Context: an optimization exercise on an open-source flow, tuned for small area, a short achievable clock period and few clock cycles per item. The choices shown serve that exercise and are no tape-out recipe. Only simulation tests tie the RTL to the original design; equivalence was not proved.

$ cat design/flow/flow/run.sh
#!/bin/bash
# Own layout flow: the standard layout (standard.sh), except that
#  - the technology mapping step of the standard synthesis runs ABC with the
#    script in flow/map.abc instead of ORFS's abc_speed/abc_area script;
#  - every input and output port still gets its own buffer, but the port
#    buffers are sky130_fd_sc_hd__buf_1 (buffer_ports -buffer_cell);
#  - the floorplan step does not run its pre-placement timing repair, which
#    times the unplaced netlist with wire-load models (REMOVE_ABC_BUFFERS=1);
#    timing is repaired after placement, CTS and global routing as usual;
#  - clock tree synthesis runs with ORFS's arguments plus -dont_use_dummy_load
#    (no dummy load cells on the clock tree), with clkbuf_2 and clkbuf_4 buffers and sink clusters of up to 30.
# Everything else (Yosys passes, flip-flop mapping, flattening, renaming,
# floorplan, placement, CTS, routing) is the standard flow unchanged.
set -euo pipefail
W=$(pwd)
# ORFS synth.tcl with only the ABC script swapped
sed -e "s#log_cmd abc {\*}\$abc_args#log_cmd abc -script $W/flow/map.abc {*}[lrange \$abc_args 2 end]#" \
    "$FLOW_HOME/scripts/synth.tcl" > "$W/synth_mod.tcl"
grep -q "flow/map.abc" "$W/synth_mod.tcl"
# synth_recipe.tcl with synth.tcl replaced by the copy above
sed -e "s#source \$::env(SCRIPTS_DIR)/synth.tcl#source $W/synth_mod.tcl#" \
    "$W/synth_recipe.tcl" > "$W/own_synth.tcl"
grep -q "synth_mod.tcl" "$W/own_synth.tcl"
# standard.sh with the synthesis script replaced
sed -e "s#SYNTH_SCRIPT=[^ ]*#SYNTH_SCRIPT=$W/own_synth.tcl 'BUFFER_PORTS_ARGS=-inputs -outputs -buffer_cell sky130_fd_sc_hd__buf_1' REMOVE_ABC_BUFFERS=1 'CTS_ARGS=-sink_clustering_enable -repair_clock_nets -dont_use_dummy_load -buf_list {sky130_fd_sc_hd__clkbuf_2 sky130_fd_sc_hd__clkbuf_4} -sink_clustering_size 30'#" \
    "$W/standard.sh" > "$W/own_standard.sh"
grep -q "own_synth.tcl" "$W/own_standard.sh"
grep -q "buffer_cell" "$W/own_standard.sh"
grep -q "REMOVE_ABC_BUFFERS=1" "$W/own_standard.sh"
grep -q "dont_use_dummy_load" "$W/own_standard.sh"
bash "$W/own_standard.sh" finish > "$W/flow_make.log" 2>&1
test -f "$W/out/final.def"
$ cat design/flow/flow/map.abc
strash; &get -n; &dch -f; &nf -R 1000; &put; topo; stime -c
$ cat design/flow/standard.sh
#!/bin/bash
# synth_recipe.tcl (not shown) runs the flow's synth.tcl, then flattens the netlist and writes it again
# the make line also repeats each setting of config.mk as NAME=value (left out here)
make -C /OpenROAD-flow-scripts/flow DESIGN_CONFIG=/design/flow/config.mk WORK_HOME=/design/flow/orfs CLKGATE_MAP_FILE= SYNTH_SCRIPT=/design/flow/synth_recipe.tcl "${@:-finish}"
$ cat design/flow/config.mk
export PLATFORM = sky130hd
export DESIGN_NAME = ln_aes128
export DESIGN_NICKNAME = ln_aes128
export VERILOG_FILES = /design/flow/design.v
export SDC_FILE = /design/flow/constraint.sdc
export NUM_CORES = 4
export LEC_CHECK = 0
export CAP_MARGIN = 20
export CELL_PAD_IN_SITES_DETAIL_PLACEMENT = 0
export CELL_PAD_IN_SITES_GLOBAL_PLACEMENT = 0
export CORE_MARGIN = 2
export CORE_UTILIZATION = 68
export CTS_BUF_LIST = sky130_fd_sc_hd__clkbuf_2 sky130_fd_sc_hd__clkbuf_4
export CTS_CLUSTER_SIZE = 30
export GPL_ROUTABILITY_DRIVEN = 1
export PLACE_DENSITY = 0.8
export SETUP_SLACK_MARGIN = 3.0
export SLEW_MARGIN = 20
$ cat design/flow/constraint.sdc
create_clock -name core_clock -period 10.0 [get_ports {clk}]
set_input_delay 2.0000 -clock core_clock [delete_from_list [all_inputs] [get_ports {clk}]]
set_output_delay 2.0000 -clock core_clock [all_outputs]
set_load 0.01 [all_outputs]
$ cat design/flow/design.v
`timescale 1ns/1ps
module ln_aes128 (
    input  wire         clk,
    input  wire         rst,       
    input  wire         start,     
    input  wire [127:0] key,
    input  wire [127:0] din,
    output wire         ready,
    output reg          done,      
    output wire [127:0] dout
);
    function [7:0] aes_sbox;
        input [7:0] x;
        reg U0, U1, U2, U3, U4, U5, U6, U7, T1, T2, T3, T4, T5, T6, T7, T8, T9, T10, T11, T12, T13, T14, T15, T16, T17, T18, T19, T20, T21, T22, T23, T24, T25, T26, T27, D, M1, M2, M3, M4, M5, M6, M7, M8, M9, M10, M11, M12, M13, M14, M15, M16, M17, M18, M19, M20, M21, M22, M23, M24, M25, M26, M27, M28, M29, M30, M31, M32, M33, M34, M35, M36, M37, M38, M39, M40, M41, M42, M43, M44, M45, M46, M47, M48, M49, M50, M51, M52, M53, M54, M55, M56, M57, M58, M59, M60, M61, M62, M63, L0, L1, L2, L3, L4, L5, L6, L7, L8, L9, L10, L11, L12, L13, L14, L15, L16, L17, L18, L19, L20, L21, L22, L23, L24, L25, L26, L27, L28, L29;
        begin
            U0 = x[7];
            U1 = x[6];
            U2 = x[5];
            U3 = x[4];
            U4 = x[3];
            U5 = x[2];
            U6 = x[1];
            U7 = x[0];
            T1 = U0^U3;
            T2 = U0^U5;
            T3 = U0^U6;
            T4 = U3^U5;
            T5 = U4^U6;
            T6 = T1^T5;
            T7 = U1^U2;
            T8 = U7^T6;
            T9 = U7^T7;
            T10 = T6^T7;
            T11 = U1^U5;
            T12 = U2^U5;
            T13 = T3^T4;
            T14 = T6^T11;
            T15 = T5^T11;
            T16 = T5^T12;
            T17 = T9^T16;
            T18 = U3^U7;
            T19 = T7^T18;
            T20 = T1^T19;
            T21 = U6^U7;
            T22 = T7^T21;
            T23 = T2^T22;
            T24 = T2^T10;
            T25 = T20^T17;
            T26 = T3^T16;
            T27 = T1^T12;
            D = U7;
            M1 = T13&T6;
            M2 = T23&T8;
            M3 = T14^M1;
            M4 = T19&D;
            M5 = M4^M1;
            M6 = T3&T16;
            M7 = T22&T9;
            M8 = T26^M6;
            M9 = T20&T17;
            M10 = M9^M6;
            M11 = T1&T15;
            M12 = T4&T27;
            M13 = M12^M11;
            M14 = T2&T10;
            M15 = M14^M11;
            M16 = M3^M2;
            M17 = M5^T24;
            M18 = M8^M7;
            M19 = M10^M15;
            M20 = M16^M13;
            M21 = M17^M15;
            M22 = M18^M13;
            M23 = M19^T25;
            M24 = M22^M23;
            M25 = M22&M20;
            M26 = M21^M25;
            M27 = M20^M21;
            M28 = M23^M25;
            M29 = M28&M27;
            M30 = M26&M24;
            M31 = M20&M23;
            M32 = M27&M31;
            M33 = M27^M25;
            M34 = M21&M22;
            M35 = M24&M34;
            M36 = M24^M25;
            M37 = M21^M29;
            M38 = M32^M33;
            M39 = M23^M30;
            M40 = M35^M36;
            M41 = M38^M40;
            M42 = M37^M39;
            M43 = M37^M38;
            M44 = M39^M40;
            M45 = M42^M41;
            M46 = M44&T6;
            M47 = M40&T8;
            M48 = M39&D;
            M49 = M43&T16;
            M50 = M38&T9;
            M51 = M37&T17;
            M52 = M42&T15;
            M53 = M45&T27;
            M54 = M41&T10;
            M55 = M44&T13;
            M56 = M40&T23;
            M57 = M39&T19;
            M58 = M43&T3;
            M59 = M38&T22;
            M60 = M37&T20;
            M61 = M42&T1;
            M62 = M45&T4;
            M63 = M41&T2;
            L0 = M61^M62;
            L1 = M50^M56;
            L2 = M46^M48;
            L3 = M47^M55;
            L4 = M54^M58;
            L5 = M49^M61;
            L6 = M62^L5;
            L7 = M46^L3;
            L8 = M51^M59;
            L9 = M52^M53;
            L10 = M53^L4;
            L11 = M60^L2;
            L12 = M48^M51;
            L13 = M50^L0;
            L14 = M52^M61;
            L15 = M55^L1;
            L16 = M56^L0;
            L17 = M57^L1;
            L18 = M58^L8;
            L19 = M63^L4;
            L20 = L0^L1;
            L21 = L1^L7;
            L22 = L3^L12;
            L23 = L18^L2;
            L24 = L15^L9;
            L25 = L6^L10;
            L26 = L7^L9;
            L27 = L8^L10;
            L28 = L11^L14;
            L29 = L11^L17;
            aes_sbox[7] = L6^L24;
            aes_sbox[6] = ~(L16^L26);
            aes_sbox[5] = ~(L19^L28);
            aes_sbox[4] = L6^L21;
            aes_sbox[3] = L20^L22;
            aes_sbox[2] = L25^L29;
            aes_sbox[1] = ~(L13^L27);
            aes_sbox[0] = ~(L6^L23);
        end
    endfunction
    function [7:0] xtime;
        input [7:0] a;
        xtime = {a[6:0], 1'b0} ^ (a[7] ? 8'h1b : 8'h00);
    endfunction
    reg  [127:0] state;    
    reg  [127:0] rkey;     
    reg  [3:0]   rnd;      
    wire         busy = (rnd != 4'd0) && (rnd != 4'd10);
    reg          bsy;
    assign ready = !bsy;
    reg [7:0] rcon;
    always @(*) begin
        case (rnd)
            4'd1:    rcon = 8'h02;
            4'd2:    rcon = 8'h04;
            4'd3:    rcon = 8'h08;
            4'd4:    rcon = 8'h10;
            4'd5:    rcon = 8'h20;
            4'd6:    rcon = 8'h40;
            4'd7:    rcon = 8'h80;
            4'd8:    rcon = 8'h1b;
            4'd9:    rcon = 8'h36;
            default: rcon = 8'h01;
        endcase
    end
    reg          kidle;
    wire [127:0] ksrc = {bsy ? rkey[127:32] : key[127:32], kidle ? key[31:0] : rkey[31:0]};
    wire [31:0] kw0 = ksrc[127:96], kw1 = ksrc[95:64], kw2 = ksrc[63:32], kw3 = ksrc[31:0];
    wire [31:0] kt  = {aes_sbox(kw3[23:16]), aes_sbox(kw3[15:8]),
                       aes_sbox(kw3[7:0]), aes_sbox(kw3[31:24])};
    wire [31:0] kp0 = kw0 ^ {rcon, 24'h0};
    wire [31:0] kp1 = kp0 ^ kw1;
    wire [31:0] kp2 = kp1 ^ kw2;
    wire [31:0] kp3 = kp2 ^ kw3;
    wire [127:0] nk = {kp0 ^ kt, kp1 ^ kt, kp2 ^ kt, kp3 ^ kt};
    wire [127:0] mix;
    genvar gi;
    generate
        for (gi = 0; gi < 4; gi = gi + 1) begin : g_mc
            wire [7:0] a0 = state[127 - 32*gi -: 8],      a1 = state[127 - 32*gi - 8 -: 8];
            wire [7:0] a2 = state[127 - 32*gi - 16 -: 8], a3 = state[127 - 32*gi - 24 -: 8];
            wire [7:0] t  = a0 ^ a1 ^ a2 ^ a3;
            assign mix[127 - 32*gi      -: 8] = t ^ xtime(a0 ^ a1);
            assign mix[127 - 32*gi - 8  -: 8] = t ^ xtime(a1 ^ a2);
            assign mix[127 - 32*gi - 16 -: 8] = t ^ xtime(a2 ^ a3);
            assign mix[127 - 32*gi - 24 -: 8] = t ^ xtime(a3 ^ a0);
        end
    endgenerate
    wire [127:0] x = bsy ? (state ^ mix ^ rkey) : (din ^ key);
    wire [127:0] state_d;
    generate
        for (gi = 0; gi < 16; gi = gi + 1) begin : g_sb
            assign state_d[127 - 8*gi -: 8] =
                aes_sbox(x[127 - 8*(((gi/4 + gi%4) % 4)*4 + gi%4) -: 8]);
        end
    endgenerate
    assign dout = state ^ rkey;
    always @(posedge clk) begin
        state <= state_d;
        rkey  <= nk;
        if (rst) begin
            rnd   <= 4'd0;
            done  <= 1'b0;
            kidle <= 1'b1;
            bsy   <= 1'b0;
        end else begin
            done  <= (rnd == 4'd9);
            kidle <= busy ? (rnd == 4'd9) : !start;
            bsy   <= busy ? (rnd != 4'd9) : start;
            if (busy)
                rnd <= rnd + 4'd1;
            else if (start)
                rnd <= 4'd1;
            else
                rnd <= 4'd0;
        end
    end
endmodule
==> flow_metrics.env <==
export IMPL_dpl_hpwl_mm=98.28
export IMPL_met1_length_mm=46.27
export IMPL_ys_ff_latch=263
export IMPL_ys_types=37
export IMPL_yosysWarnings=1
export IMPL_place_congestion=1.091
export IMPL_routed_top_layer="met5"
export IMPL_timing_rr_end="state[82]$_DFF_P_"
export IMPL_fin_cells=5177
export IMPL_seq_area_frac_synth_pct=15.64
export IMPL_core_area_um2=48950
export IMPL_path_cells="buf_1 > mux2i_2 > xor2_1 > xor2_1 > xor2_1 > ha_1 > xnor2_1 > xnor2_1 > xnor2_2 > xnor2_1 > a21oi_1 > xor2_1 > xnor2_1 > nand2_1 > xnor2_2 > xnor2_2 > xnor2_1 > xnor2_1 > xnor2_1"
export IMPL_crit_required_ps=10630
export IMPL_ant_nets=0
export IMPL_setup_viol=0
export IMPL_io_buffers=388
export IMPL_hold_class="flop to flop"
export IMPL_design_area_um2=37390
export IMPL_routed_wl_met2_mm=50.94
export IMPL_crit_path_max_incr_delay_ps=720
export IMPL_wl_met3_mm=10.56
export IMPL_hp_start="rnd[0]$_SDFF_PP0_"
export IMPL_end_kind="flop"
export IMPL_max_slew_margin_pct=29.94
export IMPL_drv_cap=0
export IMPL_cts_root_buf="clkbuf_4"
export IMPL_final_cell_mix="xnor2_1 (1533), xor2_1 (800), buf_1 (388)"
export IMPL_status="timing/DRC/antenna clean"
export IMPL_tightest_slew_ps=1040
export IMPL_hold_path_end="rnd[0]$_SDFF_PP0_"
export IMPL_htree_levels=3
export IMPL_die_y_um=226.5
export IMPL_vias=29220
export IMPL_cts_buffers=77
export IMPL_crit_family="XOR/XNOR gates"
export IMPL_cp_data_arrival_time_ps=7490
export IMPL_cts_tree="done"
export IMPL_worstPathBufferInverterCount=1
export IMPL_grt_pass1_vias=27860
export IMPL_vias_per_cell=5.644
export IMPL_whs_ps=521.7
export IMPL_dieWidth_um=226.5
export IMPL_syn_avg_cell_area_um2=8.342
export IMPL_finalHoldViolations=0
export IMPL_finalSetupTns_ps=0
export IMPL_rows=81
export IMPL_finalMaxSlewViolations=0
export IMPL_path_max_fanout=7
export IMPL_crit_type="input port to flop"
export IMPL_io_pin_count=389
export IMPL_final_common_cell="xnor2_1"
export IMPL_r2r_start="state[45]$_DFF_P_"
export IMPL_ys_top_cells_by_area="xnor2_1 (41%), xor2_1 (22%), dfxtp_1 (16%)"
export IMPL_fin_crit_sh_pct=68.66
export IMPL_cp_start_kind="input port"
export IMPL_grt_pass1_wl_mm=167.1
export IMPL_cts_setup_buffers=0
export IMPL_cts_sinks=263
export IMPL_slowest_stage="xnor2_1"
export IMPL_synth_top_cell_by_area="xnor2_1"
export IMPL_crit_start="key[1]"
export IMPL_clk_latency_ps=810
export IMPL_timing_fmax_ghz=0.1457
export IMPL_synth_top_cell_area_share_pct=41.14
export IMPL_nets=4818
export IMPL_drt_iter0_markers=2843
export IMPL_skew_ps=96.02
export IMPL_dp_cells=5098
export IMPL_period_minus_slack_ps=6866
export IMPL_critPathMostFrequentCell="xnor2_1"
export IMPL_wirelength_mm=116.1
export IMPL_firstDrtPassIters=5
export IMPL_start_util_pct=68.76
export IMPL_drc=0
export IMPL_path_clk_slew_ps=60
export IMPL_whs_path_depth=1
export IMPL_drive_above_1_share_pct=4.500
export IMPL_antenna_found_initial=3
export IMPL_synth_area_um2=33660
export IMPL_place_area_um2=36050
export IMPL_gr_total_overflow=0
export IMPL_grt_max_degree=95
export IMPL_die_area_um2=51300
export IMPL_syn_inst=4035
export IMPL_cts_path_max_buffers=3
export IMPL_rsz0062_at_grt="yes"
export IMPL_wl_per_cell_um=22.43
export IMPL_r2r_cells=21
export IMPL_reg2reg_slack_ps=3200
export IMPL_syn_to_final_growth_pct=11.08
export IMPL_cts_hold_buf=0
export IMPL_grt_usage_pct=43.82
[synth_stat cells]
library cell and number:
xnor2_1 1581, xor2_1 829, nor2_1 386, nand2_1 322, dfxtp_1 263, a21oi_1 144, mux2i_1 134, nand2b_1 70
o21ai_0 63, nor2b_1 48, ha_1 46, clkinv_1 44, and2_0 18, a22oi_1 16, or2_0 10, o22a_1 8
a21o_1 6, nand3_1 6, o22ai_1 6, a31oi_1 5, nor3_1 4, a211oi_1 3, o31ai_1 3, mux2_1 2
nand3b_1 2, nor3b_1 2, o311a_1 2, or3_1 2, xnor3_1 2, a221o_1 1, a22o_1 1, and3_1 1
o211a_1 1, o211ai_1 1, o21a_1 1, o2bb2ai_1 1, o32a_1 1
[how the worst max path moves through the flow]
| stage | endpoint | slack (ps) | cells past startpoint |
|---|---|---|---|
| after floorplan | state[98]$_DFF_P_ | -5220 | 19 |
| after global placement | rkey[28]$_DFF_P_ | 1940 | 21 |
| after detailed placement | rkey[15]$_DFF_P_ | 1910 | 20 |
| after CTS | rkey[28]$_DFF_P_ | 3010 | 21 |
| after global routing | state[42]$_DFF_P_ | 2820 | 21 |
| final | rkey[8]$_DFF_P_ | 3130 | 19 |
[timing repair]
item / in CTS / in global routing
endpoints found under the hold margin: 0 / 0
pin swaps: 0 / 2
endpoints found under the setup margin: 28 / 154
resized for setup: 15 / 108
[through the flow]
| stage | setup slack [ps] | util, % |
|---|---|---|
| final | 3134 | 76.38 |
| after global routing | 2816 | 76.38 |
| after CTS | 3011 | 74.99 |
| after detailed placement | 1915 | 73.64 |
| after global placement | 1944 | 73.64 |
| after floorplan | -5221 | - |
[cell type report]
cell class / instances / area [um^2]
clock buffer: 77 / 578.1
inverter: 44 / 167.7
tap: 664 / 830.8
multi-input combinational: 3728 / 28980
antenna: 2 / 5.005
fill: 3830 / 11560
sequential: 263 / 5273
timing repair buffer: 399 / 1555
[registers in the layout, summed over array words and instances (netlist names)]
signal	flops
rkey	128
state	128
rnd	4
bsy	1
done	1
kidle	1
[metal layers]
metal,GRT usage [%],vias to the layer above
li1,-,13640
met1,54.86,13730
met2,69.76,1483
met3,7.801,369
met4,27.42,2
met5,0,-
[logic make-up after synthesis]
family,synth area share [%]
buf+inv,0.4907
flops,15.64
mux,4.052
fa+ha+maj,1.710
simple gates,10.90
xor+xnor,62.84
compound gates,4.360
Testbench counts, summed over its fixed seeds: cycles 16,000, blocks 1,600.

==> re-timing with driven ports <==
In the flow no input, the clock included, has a driving cell. The finished layout below was timed again as built, in two steps.
Step 1: set_driving_cell puts a clkbuf_16 on clk and a buf_2 on each other input, an assumption about the parent block.
Step 2 moves the port delays by t, midway between the first and last clock arrival at a register: inputs arrive t later, outputs are due t later. That takes back most of the time a late clock gives input paths.
Slacks: no drivers / after step 1 / after step 2; pairs: no drivers / after step 1.
t (ns): 0.829
setup slack, ns: 3.134 / 3.178 / 2.349
hold slack, ns: 0.522 / 0.522 / 0.522
worst slew at a driven data input, ns: 0.07
After both steps setup and hold are still met in this run. The setup slack of this run moves by +0.044 ns with the drivers and by -0.785 ns with both steps.
